Source: an optimization exercise on an open RTL-to-GDS flow (aim: small area, a short achievable clock period and few clock cycles per item). Production flows keep margins and buffers that such runs may drop.
Only the layout flow was run in this run; the RTL was not checked for function there.

File: flow/flow/run.sh
#!/bin/bash
# Layout flow: the standard flow (standard synthesis, floorplan, placement,
# CTS, routing) unchanged, except that timing repair aims for a setup slack of
# SETUP_SLACK_MARGIN ns (from flow/margin) instead of 0 against the 12 ns clock,
# so that the tools size and buffer the design for a shorter period.
set -euo pipefail
MARGIN=$(cat flow/margin)
echo "setup margin $MARGIN" > run.log
bash standard.sh SETUP_SLACK_MARGIN="$MARGIN" finish > standard.log 2>&1
echo "done" >> run.log
File: flow/flow/margin
8
File: flow/standard.sh
#!/bin/bash
# synth_recipe.tcl (not shown) runs the flow's synth.tcl, then flattens the netlist and writes it again
# the make line also repeats each setting of config.mk as NAME=value (left out here)
make -C /OpenROAD-flow-scripts/flow DESIGN_CONFIG=/design/flow/config.mk WORK_HOME=/design/flow/orfs CLKGATE_MAP_FILE= SYNTH_SCRIPT=/design/flow/synth_recipe.tcl "${@:-finish}"
File: flow/config.mk
export PLATFORM = sky130hd
export DESIGN_NAME = aes_core
export DESIGN_NICKNAME = aes_core
export VERILOG_FILES = /design/flow/design.v
export SDC_FILE = /design/flow/constraint.sdc
export NUM_CORES = 8
export LEC_CHECK = 0
export CAP_MARGIN = 30
export CORE_MARGIN = 2
export CORE_UTILIZATION = 50
export GPL_ROUTABILITY_DRIVEN = 0
export SLEW_MARGIN = 30
File: flow/constraint.sdc
create_clock -name core_clock -period 12.0 [get_ports {clk}]
set_input_delay 2.4000 -clock core_clock [delete_from_list [all_inputs] [get_ports {clk}]]
set_output_delay 2.4000 -clock core_clock [all_outputs]
set_load 0.01 [all_outputs]
File: flow/design.v
module aes_sbox_ed_a (
    input  wire [7:0]  a,
    input  wire        dec,
    output wire [17:0] m
);
    wire M1, M2, M3, M4, M5, M6, M7, M8, M9, M10, M11, M12, M13, M14, M15, M16, M17, M18, M19, M20, M21, M22, M23, M24, M25, M26, M27, M28, M29, M30, M31, M32, M33, M34, M35, M36, M37, M38, M39, M40, M41, M42, M43, M44, M45, M46, M47, M48, M49, M50, M51, M52, M53, M54, M55, M56, M57, M58, M59, M60, M61, M62, M63, T1, T2, T3, T4, T5, T6, T7, T8, T9, T10, T11, T12, T13, T14, T15, T16, T17, T18, T19, T20, T21, T22, T23, T24, T25, T26, T27, U0, U1, U2, U3, U4, U5, U6, U7;
    wire [7:0] ai;
    assign ai[0] = ~(a[2] ^ a[5] ^ a[7]);
    assign ai[1] = a[0] ^ a[3] ^ a[6];
    assign ai[2] = ~(a[1] ^ a[4] ^ a[7]);
    assign ai[3] = a[0] ^ a[2] ^ a[5];
    assign ai[4] = a[1] ^ a[3] ^ a[6];
    assign ai[5] = a[2] ^ a[4] ^ a[7];
    assign ai[6] = a[0] ^ a[3] ^ a[5];
    assign ai[7] = a[1] ^ a[4] ^ a[6];
    wire [7:0] u = dec ? ai : a;
    assign U0 = u[7];
    assign U1 = u[6];
    assign U2 = u[5];
    assign U3 = u[4];
    assign U4 = u[3];
    assign U5 = u[2];
    assign U6 = u[1];
    assign U7 = u[0];
    assign T1 = U0 ^ U3;
    assign T2 = U0 ^ U5;
    assign T3 = U0 ^ U6;
    assign T4 = U3 ^ U5;
    assign T5 = U4 ^ U6;
    assign T6 = T1 ^ T5;
    assign T7 = U1 ^ U2;
    assign T8 = U7 ^ T6;
    assign T9 = U7 ^ T7;
    assign T10 = T6 ^ T7;
    assign T11 = U1 ^ U5;
    assign T12 = U2 ^ U5;
    assign T13 = T3 ^ T4;
    assign T14 = T6 ^ T11;
    assign T15 = T5 ^ T11;
    assign T16 = T5 ^ T12;
    assign T17 = T9 ^ T16;
    assign T18 = U3 ^ U7;
    assign T19 = T7 ^ T18;
    assign T20 = T1 ^ T19;
    assign T21 = U6 ^ U7;
    assign T22 = T7 ^ T21;
    assign T23 = T2 ^ T22;
    assign T24 = T2 ^ T10;
    assign T25 = T20 ^ T17;
    assign T26 = T3 ^ T16;
    assign T27 = T1 ^ T12;
    assign M1 = T13 & T6;
    assign M2 = T23 & T8;
    assign M3 = T14 ^ M1;
    assign M4 = T19 & U7;
    assign M5 = M4 ^ M1;
    assign M6 = T3 & T16;
    assign M7 = T22 & T9;
    assign M8 = T26 ^ M6;
    assign M9 = T20 & T17;
    assign M10 = M9 ^ M6;
    assign M11 = T1 & T15;
    assign M12 = T4 & T27;
    assign M13 = M12 ^ M11;
    assign M14 = T2 & T10;
    assign M15 = M14 ^ M11;
    assign M16 = M3 ^ M2;
    assign M17 = M5 ^ T24;
    assign M18 = M8 ^ M7;
    assign M19 = M10 ^ M15;
    assign M20 = M16 ^ M13;
    assign M21 = M17 ^ M15;
    assign M22 = M18 ^ M13;
    assign M23 = M19 ^ T25;
    assign M24 = M22 ^ M23;
    assign M25 = M22 & M20;
    assign M26 = M21 ^ M25;
    assign M27 = M20 ^ M21;
    assign M28 = M23 ^ M25;
    assign M29 = M28 & M27;
    assign M30 = M26 & M24;
    assign M31 = M20 & M23;
    assign M32 = M27 & M31;
    assign M33 = M27 ^ M25;
    assign M34 = M21 & M22;
    assign M35 = M24 & M34;
    assign M36 = M24 ^ M25;
    assign M37 = M21 ^ M29;
    assign M38 = M32 ^ M33;
    assign M39 = M23 ^ M30;
    assign M40 = M35 ^ M36;
    assign M41 = M38 ^ M40;
    assign M42 = M37 ^ M39;
    assign M43 = M37 ^ M38;
    assign M44 = M39 ^ M40;
    assign M45 = M42 ^ M41;
    assign M46 = M44 & T6;
    assign M47 = M40 & T8;
    assign M48 = M39 & U7;
    assign M49 = M43 & T16;
    assign M50 = M38 & T9;
    assign M51 = M37 & T17;
    assign M52 = M42 & T15;
    assign M53 = M45 & T27;
    assign M54 = M41 & T10;
    assign M55 = M44 & T13;
    assign M56 = M40 & T23;
    assign M57 = M39 & T19;
    assign M58 = M43 & T3;
    assign M59 = M38 & T22;
    assign M60 = M37 & T20;
    assign M61 = M42 & T1;
    assign M62 = M45 & T4;
    assign M63 = M41 & T2;
    assign m = {M46, M47, M48, M49, M50, M51, M52, M53, M54, M55, M56, M57, M58, M59, M60, M61, M62, M63};
endmodule
module aes_sbox_ed_b (
    input  wire [17:0] m,
    input  wire        dec,
    input  wire [7:0]  k,
    output wire [7:0]  y
);
    wire L0, L1, L2, L3, L4, L5, L6, L7, L8, L9, L10, L11, L12, L13, L14, L15, L16, L17, L18, L19, L20, L21, L22, L23, L24, L25, L26, L27, L28, L29, M46, M47, M48, M49, M50, M51, M52, M53, M54, M55, M56, M57, M58, M59, M60, M61, M62, M63;
    assign {M46, M47, M48, M49, M50, M51, M52, M53, M54, M55, M56, M57, M58, M59, M60, M61, M62, M63} = m;
    assign L0 = M61 ^ M62;
    assign L1 = M50 ^ M56;
    assign L2 = M46 ^ M48;
    assign L3 = M47 ^ M55;
    assign L4 = M54 ^ M58;
    assign L5 = M49 ^ M61;
    assign L6 = M62 ^ L5;
    assign L7 = M46 ^ L3;
    assign L8 = M51 ^ M59;
    assign L9 = M52 ^ M53;
    assign L10 = M53 ^ L4;
    assign L11 = M60 ^ L2;
    assign L12 = M48 ^ M51;
    assign L13 = M50 ^ L0;
    assign L14 = M52 ^ M61;
    assign L15 = M55 ^ L1;
    assign L16 = M56 ^ L0;
    assign L17 = M57 ^ L1;
    assign L18 = M58 ^ L8;
    assign L19 = M63 ^ L4;
    assign L20 = L0 ^ L1;
    assign L21 = L1 ^ L7;
    assign L22 = L3 ^ L12;
    assign L23 = L18 ^ L2;
    assign L24 = L15 ^ L9;
    assign L25 = L6 ^ L10;
    assign L26 = L7 ^ L9;
    assign L27 = L8 ^ L10;
    assign L28 = L11 ^ L14;
    assign L29 = L11 ^ L17;
    wire [7:0] yf;
    assign yf[7] = L6 ^ L24;
    assign yf[6] = ~(L16 ^ L26);
    assign yf[5] = ~(L19 ^ L28);
    assign yf[4] = L6 ^ L21;
    assign yf[3] = L20 ^ L22;
    assign yf[2] = L25 ^ L29;
    assign yf[1] = ~(L13 ^ L27);
    assign yf[0] = ~(L6 ^ L23);
    wire [7:0] yi = {yf[6:0], yf[7]} ^ {yf[4:0], yf[7:5]} ^ {yf[1:0], yf[7:2]} ^ 8'h05 ^ k;
    assign y = dec ? yi : yf;
endmodule
module aes_sbox_f_a (
    input  wire [7:0]  a,
    output wire [17:0] m
);
    wire M1, M2, M3, M4, M5, M6, M7, M8, M9, M10, M11, M12, M13, M14, M15, M16, M17, M18, M19, M20, M21, M22, M23, M24, M25, M26, M27, M28, M29, M30, M31, M32, M33, M34, M35, M36, M37, M38, M39, M40, M41, M42, M43, M44, M45, M46, M47, M48, M49, M50, M51, M52, M53, M54, M55, M56, M57, M58, M59, M60, M61, M62, M63, T1, T2, T3, T4, T5, T6, T7, T8, T9, T10, T11, T12, T13, T14, T15, T16, T17, T18, T19, T20, T21, T22, T23, T24, T25, T26, T27, U0, U1, U2, U3, U4, U5, U6, U7;
    wire [7:0] u = a;
    assign U0 = u[7];
    assign U1 = u[6];
    assign U2 = u[5];
    assign U3 = u[4];
    assign U4 = u[3];
    assign U5 = u[2];
    assign U6 = u[1];
    assign U7 = u[0];
    assign T1 = U0 ^ U3;
    assign T2 = U0 ^ U5;
    assign T3 = U0 ^ U6;
    assign T4 = U3 ^ U5;
    assign T5 = U4 ^ U6;
    assign T6 = T1 ^ T5;
    assign T7 = U1 ^ U2;
    assign T8 = U7 ^ T6;
    assign T9 = U7 ^ T7;
    assign T10 = T6 ^ T7;
    assign T11 = U1 ^ U5;
    assign T12 = U2 ^ U5;
    assign T13 = T3 ^ T4;
    assign T14 = T6 ^ T11;
    assign T15 = T5 ^ T11;
    assign T16 = T5 ^ T12;
    assign T17 = T9 ^ T16;
    assign T18 = U3 ^ U7;
    assign T19 = T7 ^ T18;
    assign T20 = T1 ^ T19;
    assign T21 = U6 ^ U7;
    assign T22 = T7 ^ T21;
    assign T23 = T2 ^ T22;
    assign T24 = T2 ^ T10;
    assign T25 = T20 ^ T17;
    assign T26 = T3 ^ T16;
    assign T27 = T1 ^ T12;
    assign M1 = T13 & T6;
    assign M2 = T23 & T8;
    assign M3 = T14 ^ M1;
    assign M4 = T19 & U7;
    assign M5 = M4 ^ M1;
    assign M6 = T3 & T16;
    assign M7 = T22 & T9;
    assign M8 = T26 ^ M6;
    assign M9 = T20 & T17;
    assign M10 = M9 ^ M6;
    assign M11 = T1 & T15;
    assign M12 = T4 & T27;
    assign M13 = M12 ^ M11;
    assign M14 = T2 & T10;
    assign M15 = M14 ^ M11;
    assign M16 = M3 ^ M2;
    assign M17 = M5 ^ T24;
    assign M18 = M8 ^ M7;
    assign M19 = M10 ^ M15;
    assign M20 = M16 ^ M13;
    assign M21 = M17 ^ M15;
    assign M22 = M18 ^ M13;
    assign M23 = M19 ^ T25;
    assign M24 = M22 ^ M23;
    assign M25 = M22 & M20;
    assign M26 = M21 ^ M25;
    assign M27 = M20 ^ M21;
    assign M28 = M23 ^ M25;
    assign M29 = M28 & M27;
    assign M30 = M26 & M24;
    assign M31 = M20 & M23;
    assign M32 = M27 & M31;
    assign M33 = M27 ^ M25;
    assign M34 = M21 & M22;
    assign M35 = M24 & M34;
    assign M36 = M24 ^ M25;
    assign M37 = M21 ^ M29;
    assign M38 = M32 ^ M33;
    assign M39 = M23 ^ M30;
    assign M40 = M35 ^ M36;
    assign M41 = M38 ^ M40;
    assign M42 = M37 ^ M39;
    assign M43 = M37 ^ M38;
    assign M44 = M39 ^ M40;
    assign M45 = M42 ^ M41;
    assign M46 = M44 & T6;
    assign M47 = M40 & T8;
    assign M48 = M39 & U7;
    assign M49 = M43 & T16;
    assign M50 = M38 & T9;
    assign M51 = M37 & T17;
    assign M52 = M42 & T15;
    assign M53 = M45 & T27;
    assign M54 = M41 & T10;
    assign M55 = M44 & T13;
    assign M56 = M40 & T23;
    assign M57 = M39 & T19;
    assign M58 = M43 & T3;
    assign M59 = M38 & T22;
    assign M60 = M37 & T20;
    assign M61 = M42 & T1;
    assign M62 = M45 & T4;
    assign M63 = M41 & T2;
    assign m = {M46, M47, M48, M49, M50, M51, M52, M53, M54, M55, M56, M57, M58, M59, M60, M61, M62, M63};
endmodule
module aes_sbox_f_b (
    input  wire [17:0] m,
    output wire [7:0]  y
);
    wire L0, L1, L2, L3, L4, L5, L6, L7, L8, L9, L10, L11, L12, L13, L14, L15, L16, L17, L18, L19, L20, L21, L22, L23, L24, L25, L26, L27, L28, L29, M46, M47, M48, M49, M50, M51, M52, M53, M54, M55, M56, M57, M58, M59, M60, M61, M62, M63;
    assign {M46, M47, M48, M49, M50, M51, M52, M53, M54, M55, M56, M57, M58, M59, M60, M61, M62, M63} = m;
    assign L0 = M61 ^ M62;
    assign L1 = M50 ^ M56;
    assign L2 = M46 ^ M48;
    assign L3 = M47 ^ M55;
    assign L4 = M54 ^ M58;
    assign L5 = M49 ^ M61;
    assign L6 = M62 ^ L5;
    assign L7 = M46 ^ L3;
    assign L8 = M51 ^ M59;
    assign L9 = M52 ^ M53;
    assign L10 = M53 ^ L4;
    assign L11 = M60 ^ L2;
    assign L12 = M48 ^ M51;
    assign L13 = M50 ^ L0;
    assign L14 = M52 ^ M61;
    assign L15 = M55 ^ L1;
    assign L16 = M56 ^ L0;
    assign L17 = M57 ^ L1;
    assign L18 = M58 ^ L8;
    assign L19 = M63 ^ L4;
    assign L20 = L0 ^ L1;
    assign L21 = L1 ^ L7;
    assign L22 = L3 ^ L12;
    assign L23 = L18 ^ L2;
    assign L24 = L15 ^ L9;
    assign L25 = L6 ^ L10;
    assign L26 = L7 ^ L9;
    assign L27 = L8 ^ L10;
    assign L28 = L11 ^ L14;
    assign L29 = L11 ^ L17;
    wire [7:0] yf;
    assign yf[7] = L6 ^ L24;
    assign yf[6] = ~(L16 ^ L26);
    assign yf[5] = ~(L19 ^ L28);
    assign yf[4] = L6 ^ L21;
    assign yf[3] = L20 ^ L22;
    assign yf[2] = L25 ^ L29;
    assign yf[1] = ~(L13 ^ L27);
    assign yf[0] = ~(L6 ^ L23);
    assign y = yf;
endmodule
module aes_core (
    input  wire         clk,
    input  wire         rst,          
    input  wire         key_load,     
    input  wire         key_len256,   
    input  wire [255:0] key_in,
    input  wire         start,        
    input  wire         decrypt,      
    input  wire [127:0] din,
    output wire         ready,
    output reg          done,         
    output wire [127:0] dout
);
    localparam integer SW = 18;       
    localparam integer KW = 18;       
    function automatic [7:0] xtime(input [7:0] b);
        xtime = {b[6:0], 1'b0} ^ (b[7] ? 8'h1b : 8'h00);
    endfunction
    function automatic [31:0] mix_col_k(input [31:0] c, input [31:0] k);
        reg [7:0] a0, a1, a2, a3, t;
        begin
            a0 = c[31:24]; a1 = c[23:16]; a2 = c[15:8]; a3 = c[7:0];
            t = a0 ^ a1 ^ a2 ^ a3;
            mix_col_k[31:24] = (a0 ^ k[31:24]) ^ t ^ xtime(a0 ^ a1);
            mix_col_k[23:16] = (a1 ^ k[23:16]) ^ t ^ xtime(a1 ^ a2);
            mix_col_k[15:8]  = (a2 ^ k[15:8])  ^ t ^ xtime(a2 ^ a3);
            mix_col_k[7:0]   = (a3 ^ k[7:0])   ^ t ^ xtime(a3 ^ a0);
        end
    endfunction
    function automatic [31:0] pre_inv(input [31:0] c);
        reg [7:0] a0, a1, a2, a3, u, v;
        begin
            a0 = c[31:24]; a1 = c[23:16]; a2 = c[15:8]; a3 = c[7:0];
            u = xtime(xtime(a0 ^ a2));
            v = xtime(xtime(a1 ^ a3));
            pre_inv = {a0 ^ u, a1 ^ v, a2 ^ u, a3 ^ v};
        end
    endfunction
    function automatic [7:0] rcon_of(input [3:0] i);
        case (i)
            4'd1:    rcon_of = 8'h01;
            4'd2:    rcon_of = 8'h02;
            4'd3:    rcon_of = 8'h04;
            4'd4:    rcon_of = 8'h08;
            4'd5:    rcon_of = 8'h10;
            4'd6:    rcon_of = 8'h20;
            4'd7:    rcon_of = 8'h40;
            4'd8:    rcon_of = 8'h80;
            4'd9:    rcon_of = 8'h1b;
            4'd10:   rcon_of = 8'h36;
            default: rcon_of = 8'h00;
        endcase
    endfunction
    reg  [255:0] k0;           
    reg  [255:0] klast;        
    reg          kl_valid;     
    reg          cur_k256;     
    reg          sreg;         
    reg  [2:0]   sregc;
    reg          preg;         
    reg          dreg;
    reg  [127:0] din_r;
    reg          ready_r;
    reg  [127:0] dout_r;
    reg          v0, d0, k2560, x0, p0, c0;
    reg  [3:0]   dc0;
    reg          kd1280;
    reg  [3:0]   r0;
    reg  [127:0] s0;
    reg  [255:0] w0;
    reg          v1, d1, k2561, x1, p1, c1, l1;
    reg          kdec1, krot1, dnl1;
    reg  [3:0]   r1;
    reg  [7:0]   rcon1;
    reg  [16*SW-1:0] m1;
    reg  [255:0] w1;
    reg  [KW*4-1:0]  km1;
    assign dout  = dout_r;
    assign ready = ready_r;
    wire [127:0] sh;           
    wire [16*SW-1:0] m_a;
    genvar gi;
    generate
        for (gi = 0; gi < 16; gi = gi + 1) begin : g_a
            localparam integer R  = gi % 4;
            localparam integer C  = gi / 4;
            localparam integer FW = 4 * ((C + R) % 4) + R;       
            localparam integer BW = 4 * ((C + 4 - R) % 4) + R;   
            assign sh[127 - 8*gi -: 8] = dc0[C] ? s0[127 - 8*BW -: 8] : s0[127 - 8*FW -: 8];
            aes_sbox_ed_a u_sa (
                .a   (sh[127 - 8*gi -: 8]),
                .dec (dc0[C]),
                .m   (m_a[SW*gi +: SW])
            );
        end
    endgenerate
    wire        kdec_a = d0 && !x0;                  
    wire [31:0] ks_in  = w0[31:0] ^ (kd1280 ? w0[63:32] : 32'h0);
    wire [KW*4-1:0] km_a;
    generate
        for (gi = 0; gi < 4; gi = gi + 1) begin : g_ka
            aes_sbox_f_a u_ka (
                .a (ks_in[31 - 8*gi -: 8]),
                .m (km_a[KW*gi +: KW])
            );
        end
    endgenerate
    wire [3:0] r_next = r0 + 4'd1;
    wire       l_next = (r_next == (k2560 ? 4'd14 : 4'd10));
    wire       krot_a = !k2560 || r_next[0];
    reg  [3:0] rci;
    always @(*) begin
        case ({k2560, kdec_a})
            2'b00:   rci = r_next + 4'd1;                 
            2'b10:   rci = (r_next + 4'd1) >> 1;          
            2'b01:   rci = 4'd10 - r_next;                
            default: rci = (4'd15 - r_next) >> 1;         
        endcase
    end
    wire [31:0] ksub;
    generate
        for (gi = 0; gi < 4; gi = gi + 1) begin : g_kb
            aes_sbox_f_b u_kb (
                .m (km1[KW*gi +: KW]),
                .y (ksub[31 - 8*gi -: 8])
            );
        end
    endgenerate
    wire [31:0]  kg = krot1 ? ({ksub[23:0], ksub[31:24]} ^ {rcon1, 24'h0}) : ksub;
    wire [127:0] ka = k2561 ? w1[255:128] : w1[127:0];
    wire [31:0]  ka0 = ka[127:96], ka1 = ka[95:64], ka2 = ka[63:32], ka3 = ka[31:0];
    wire [127:0] kn = kdec1 ? {ka0 ^ kg, ka1 ^ ka0, ka2 ^ ka1, ka3 ^ ka2}
                            : {ka0 ^ kg, ka0 ^ ka1 ^ kg, ka0 ^ ka1 ^ ka2 ^ kg, ka0 ^ ka1 ^ ka2 ^ ka3 ^ kg};
    wire [255:0] wn = {w1[127:0], kn};
    wire [127:0] rk = w1[127:0];               
    wire [127:0] t;
    generate
        for (gi = 0; gi < 16; gi = gi + 1) begin : g_b
            aes_sbox_ed_b u_sb (
                .m   (m1[SW*gi +: SW]),
                .dec (d1),
                .k   (rk[127 - 8*gi -: 8]),
                .y   (t[127 - 8*gi -: 8])
            );
        end
    endgenerate
    wire [127:0] rke = d1 ? 128'h0 : rk;
    wire [127:0] tp, tm;
    generate
        for (gi = 0; gi < 4; gi = gi + 1) begin : g_mix
            assign tp[127 - 32*gi -: 32] = pre_inv(t[127 - 32*gi -: 32]);
        end
    endgenerate
    wire [127:0] u  = dnl1 ? tp : t;
    generate
        for (gi = 0; gi < 4; gi = gi + 1) begin : g_mix2
            assign tm[127 - 32*gi -: 32] = mix_col_k(u[127 - 32*gi -: 32], rke[127 - 32*gi -: 32]);
        end
    endgenerate
    wire [127:0] y  = l1 ? (u ^ rke) : tm;
    wire fin      = v1 && l1 && !p1;             
    wire res      = fin && !x1;                  
    wire expdone  = fin && x1;                   
    wire prepdone = v1 && p1;                    
    wire park     = sreg && dreg && !kl_valid;   
    wire acc_k    = key_load && ready_r && !rst;
    wire acc_s    = start && ready_r && !rst;
    wire clr_cap  = acc_k || park;
    wire capture  = res && !d1 && c1 && !clr_cap;
    wire [255:0] kl_new = {w1[127:0], w1[255:128]};
    wire [255:0] wnew = (dreg && kl_valid) ? klast : k0;    
    reg          v0n, d0n, k0n, x0n, p0n, c0n;
    reg  [3:0]   r0n;
    always @(*) begin
        if (sreg) begin
            v0n = 1'b1; d0n = dreg; k0n = cur_k256; x0n = park; p0n = 1'b0;
            c0n = !dreg && !kl_valid && !acc_k; r0n = 4'd0;
        end else if (preg) begin
            v0n = 1'b1; d0n = 1'b0; k0n = 1'b0; x0n = 1'b0; p0n = 1'b1;
            c0n = 1'b0; r0n = 4'd15;
        end else if (expdone) begin
            v0n = 1'b1; d0n = 1'b1; k0n = k2561; x0n = 1'b0; p0n = 1'b0;
            c0n = 1'b0; r0n = 4'd0;
        end else begin
            v0n = v1 && !l1 && !p1; d0n = d1; k0n = k2561; x0n = x1; p0n = p1;
            c0n = c1 && !clr_cap; r0n = r1;
        end
        if (rst) v0n = 1'b0;
    end
    wire v1n   = v0 && !rst;
    wire sregn = acc_s;
    wire pregn = acc_k && !key_len256;
    wire klvn  = !(rst || acc_k || park) && (kl_valid || capture || expdone);
    wire k256n = acc_k ? key_len256 : cur_k256;
    wire [3:0] rnn   = r0n + 4'd1;
    wire slotfree_n  = !v0n || ((rnn == (k0n ? 4'd14 : 4'd10)) && !x0n && !p0n);
    wire pend_n      = (v0n && x0n) || (v1n && x0);
    wire park_n      = sregn && decrypt && !klvn;
    wire prep_n      = pregn || (v0n && p0n);
    wire order_n     = v1n && !l_next && (k2560 != k256n);
    always @(posedge clk) begin
        sreg    <= sregn;
        sregc   <= {(start && ready_r) || rst, start && ready_r, (start && ready_r && !key_load) || rst};
        preg    <= pregn;
        dreg    <= decrypt && start && ready_r;
        din_r   <= din;
        ready_r <= slotfree_n && !pend_n && !park_n && !prep_n && !order_n;
        if (acc_k) begin
            k0       <= key_len256 ? key_in : {key_in[255:128], key_in[255:128]};
            cur_k256 <= key_len256;
        end else if (prepdone) begin
            k0[127:0] <= kn;
        end
        kl_valid <= klvn;
        v1    <= v1n;
        d1    <= d0;
        k2561 <= k2560;
        x1    <= x0;
        p1    <= p0;
        c1    <= c0 && !clr_cap;
        r1    <= r_next;
        l1    <= l_next;
        kdec1 <= kdec_a;
        krot1 <= krot_a;
        rcon1 <= rcon_of(rci);
        dnl1  <= d0 && !l_next;
        m1    <= m_a;
        km1   <= km_a;
        w1    <= w0;
        dout_r <= y;
        done   <= res && !rst;
        v0     <= v0n;
        d0     <= d0n;
        dc0    <= {d0n & v0n, d0n | !v0n, d0n ^ !v0n, d0n};
        kd1280 <= d0n && !x0n && !k0n;
        k2560  <= k0n;
        x0     <= x0n;
        p0     <= p0n;
        c0     <= c0n;
        r0     <= r0n;
        if (sregc[2])
            s0 <= din_r ^ wnew[255:128];
        else if (expdone)
            s0 <= klast[127:0] ^ rk;
        else
            s0 <= y;
        if (sregc[1] || preg)
            w0[255:128] <= wnew[255:128];
        else
            w0[255:128] <= w1[127:0];
        if (sregc[0] || preg)
            w0[127:0] <= wnew[127:0];
        else if (expdone)
            w0[127:0] <= w1[255:128];
        else
            w0[127:0] <= kn;
        if (park) begin
            klast[127:0] <= din_r;
        end else if (capture || expdone) begin
            klast <= kl_new;
        end
    end
endmodule
==> run notes <==
==> stage by stage <==
stage,hold slack (ns),worst slack [ns],utilization
2_1_floorplan,0.310,6.60,-
3_3_place_gp,0.310,5.89,0.543
3_5_place_dp,0.312,6.03,0.544
4_1_cts,0.305,7.70,0.626
5_1_grt,0.315,7.41,0.664
6_report,0.307,7.47,0.664
==> flip-flops by register name, summed over array words and instances (netlist names), 3 cells and up <==
register  count
dc0           4
w1          256
rcon1         8
dout_r      128
w0          256
s0          128
klast       256
r0            4
din_r       128
r1            4
sregc         3
km1          72
m1          288
k0          256
==> layout by cell type, fill, tap and decap left out, drive strengths merged, types with 271 or more instances in the layout <==
cell type and instances:
nor2 918, xor2 722, clkdlybuf4s50 386, buf 1082, edfxtp 512, xnor3 316, a21oi 631, o21ai 465
nor2b 271, clkbuf 285, mux2i 584, nand2 1075, dfxtp 1302, xnor2 2065
==> synth_stat cells, drive strengths merged, types with 129 or more instances <==
library cell	number	area [sq um]
a211oi	148	1110
a21oi	631	3170
buf	129	511
clkbuf	486	1830
dfxtp	1302	26100
edfxtp	512	15400
mux2i	584	5870
nand2	1072	4040
nor2	917	3440
nor2b	271	1700
o211ai	136	1020
o21ai	465	2330
xnor2	2063	18300
xnor3	316	7120
xor2	721	6360
xor3	150	3570
==> cells by family (layout without fill, tap and decap cells) <==
kind of cell,after synthesis,in the layout,share of synthesized area
AO/OA/AOI/OAI,1657,1657,0.0912
adder cells (fa/ha/maj),53,53,0.00605
buffers and inverters,725,2094,0.0255
AND/OR/NAND/NOR,2684,2689,0.108
XOR/XNOR,3250,3253,0.327
flip-flops,1814,1814,0.384
multiplexers,622,622,0.0584
other,0,35,0
==> how the worst min path moves through the flow <==
stage                     startpoint      end  slack [ns]  depth (start not counted)
after floorplan                   p0       p1        0.31                          0
after global placement       w0[159]  w1[159]        0.31                          0
after detailed placement     w0[107]  w1[107]        0.31                          0
after CTS                     w0[67]   w1[67]        0.30                          0
after global routing         w0[235]  w1[235]        0.31                          0
final                        w0[235]  w1[235]        0.31                          0
==> per-layer routing <==
layer,GRT usage,routed length [um],vias up,share of wire
met5,0,245,-,0.00053
met1,0.528,174000,43400,0.37
met4,0.291,43900,20,0.094
li1,-,-,38700,-
met3,0.113,60600,1442,0.13
met2,0.549,187000,5799,0.40
==> area by class of cell <==
type | count | share of cell area
repair inverters | 1 | 0.0000526
flip-flops and latches | 1814 | 0.294
clock inverters | 94 | 0.00753
well taps | 2838 | 0.0249
clock buffers | 279 | 0.0383
multi-input cells | 8274 | 0.528
repair buffers | 1610 | 0.103
inverters | 110 | 0.00305
diodes | 35 | 0.000614
==> critical path, cell delays in order, from the launching register on <==
cell     delay, ns
dfxtp_4       0.35
xor3_2        0.49
xnor3_1       0.23
xnor3_1       0.41
mux2i_2       0.23
xnor2_2       0.17
mux2_4        0.37
xnor2_4       0.26
xor3_2        0.58
xnor2_2       0.25
buf_4         0.15
xnor3_2       0.30
xor2_2        0.18
or3_1         0.32
nand3_1       0.11
==> what timing repair did <==
| item | in CTS | in global routing |
|---|---|---|
| setup buffers | 464 | 401 |
| cloned | 10 | 8 |
| resized for setup | 1516 | 888 |
| pin swaps | 434 | 497 |
| hold buffers | 0 | 0 |
| setup endpoints to repair | 1186 | 643 |
==> run notes <==
Outcome
The run finished with no timing, DRC or antenna violations.

Yosys
The number of flops mapped to enable cells by yosys is 512. For this run, the leading register cell type out of synthesis is dfxtp_1. The post-synthesis sequential area ratio is 0.384.

Of all flip-flops after synthesis, the portion carrying an async set or reset was 0. The number of distinct library cells after synthesis is 89. Synthesis produced a netlist with a net count of 11200. The count of synthesis-stage warnings from yosys is 1. Summing every instance area after synthesis gives 108000 sq um. Averaged over all synthesized cells, the footprint is 9.99 sq um.

In this run, synthesis produced a sequential element count of 1814. After technology mapping, the gate count stands at 10800.

Cells and area
The net count of the finished layout is 12400. The sequential cell area is 41900 sq um. The layout has 16000 filler cells. The synthesis-to-finish area growth is 32.1%. In the final layout, the share of cells above drive strength 1 is 0.260. In the final layout, the multi-input gates occupy 75400 sq um. The final standard cell area without fillers is 143000 sq um. The count of cells in the finished layout, fillers not included, comes to 15100.

Timing
Setup violations remaining at the end of the flow were counted as 0. Setup repair after global routing could not meet its margin everywhere. Timing would allow up to 221 MHz. The hold violation count in the final report came to 0. Measured against its own limit, the worst slew margin works out to 0.157. The setup TNS after final layout is 0 ns. The count of final max-slew check failures is 0.

The final clock period utilization by the worst path is 0.378. The actual transition at the worst max-transition pin is 1.25 ns. The final clock skew is 0.0887 ns.

The final critical path time including I/O delays and setup is 4.53 ns.

Drt
Dividing the detail-routed wire length by the instance count gives 31.0 um. The remaining number of nets flagged by the antenna check after routing is 0. After detailed routing, the total wire length is 466000 um. The count of TritonRoute iterations in the first routing pass is 8. The via count is 89400. Dividing the detail-routed via count by the number of cells gives 5.94.

The number of DRC markers in iteration 0 is 12400. After detailed routing, the number of remaining DRC violations is 0.

Critical path
The worst setup path is launched from a flip-flop. At the worst endpoint, the arrival time is 5.27 ns. Counting cells, the worst reg-to-reg path comes to 14.

The startpoint identified for the worst register-to-register timing path is m1[179]. The worst setup path is captured at a flip-flop. The reg2reg setup slack is 7.47 ns.

The end of the worst register-to-register path is s0[47]. The first element of the critical path is m1[179]. The capturing element of the worst setup path is s0[47]. Of all nets on the critical path, the largest fanout is 4. The critical path is of the flip-flop to flip-flop type. The endpoint required time on the critical path is 12.74 ns.

Floorplanning
The total I/O pin count is 520. The area of the die is 220000 sq um. The die is 469 um wide. The total area inside the core boundary comes to 215000 sq um. The initial utilization of the core area, before any placement, comes to 0.503. The initialized floorplan defines 170 standard-cell rows. The vertical die dimension is 469 um.

Clock tree
The H-tree depth is 4. Clock-pin slew was measured on the worst setup and hold paths at 0.06 ns. Clock tree synthesis selected as its root buffer the cell clkbuf_16. For this design, the sink count on the clock tree is 1814. The longest clock path from root to sink contains 3 buffers. The number of buffers added by the clock tree synthesis step is 196.

The clock reaches the later pin of the worst-skew pair after 0.90 ns. The TritonCTS clock tree is built.

Place
The placed standard-cell area is 117000 sq um. Input and output buffers added on the ports amount to 519. Detailed placement ended at an HPWL of 337000 um.

In this run, placement finished with an instance count of 13800.

Global route
The number of global-route vias before repair is 82200. The initial antenna violation count is 63. The maximum number of pins on one net before global-route repair is 173. The first-pass GRT wire length is 614000 um. The total track usage is 0.397. After global routing the overflow that remains totals 0.

Run
The tool flagged a number of max-cap violations equal to 0.

Hold path
The class of the worst hold path is flip-flop to flip-flop.

-- what the ideal ports hide --
No port has a modelled driver above. Below, the same layout with a new extraction and two added sets of constraints.
Step 1 assumes that a clkbuf_16 drives the clock port and a buf_2 every other input.
Step 2, shift: input delay + t, output delay - t, t = (earliest + latest rising clock arrival at the registers) / 2. This alone moves slack from input paths to output paths.
a / b / c = ideal ports / drivers / drivers and shift; a / b = the first two.
shift t [ns]: 0.965
slack for setup (ns): 7.466 / 7.466 / 7.126
slew at the worst register clock pin (ns): 0.07 / 0.07
worst slew at a driven data input, ns: 0.12
After both steps this run still meets setup and hold. The setup slack of this run moves by 0.000 ns with the drivers and by -0.340 ns with both steps.
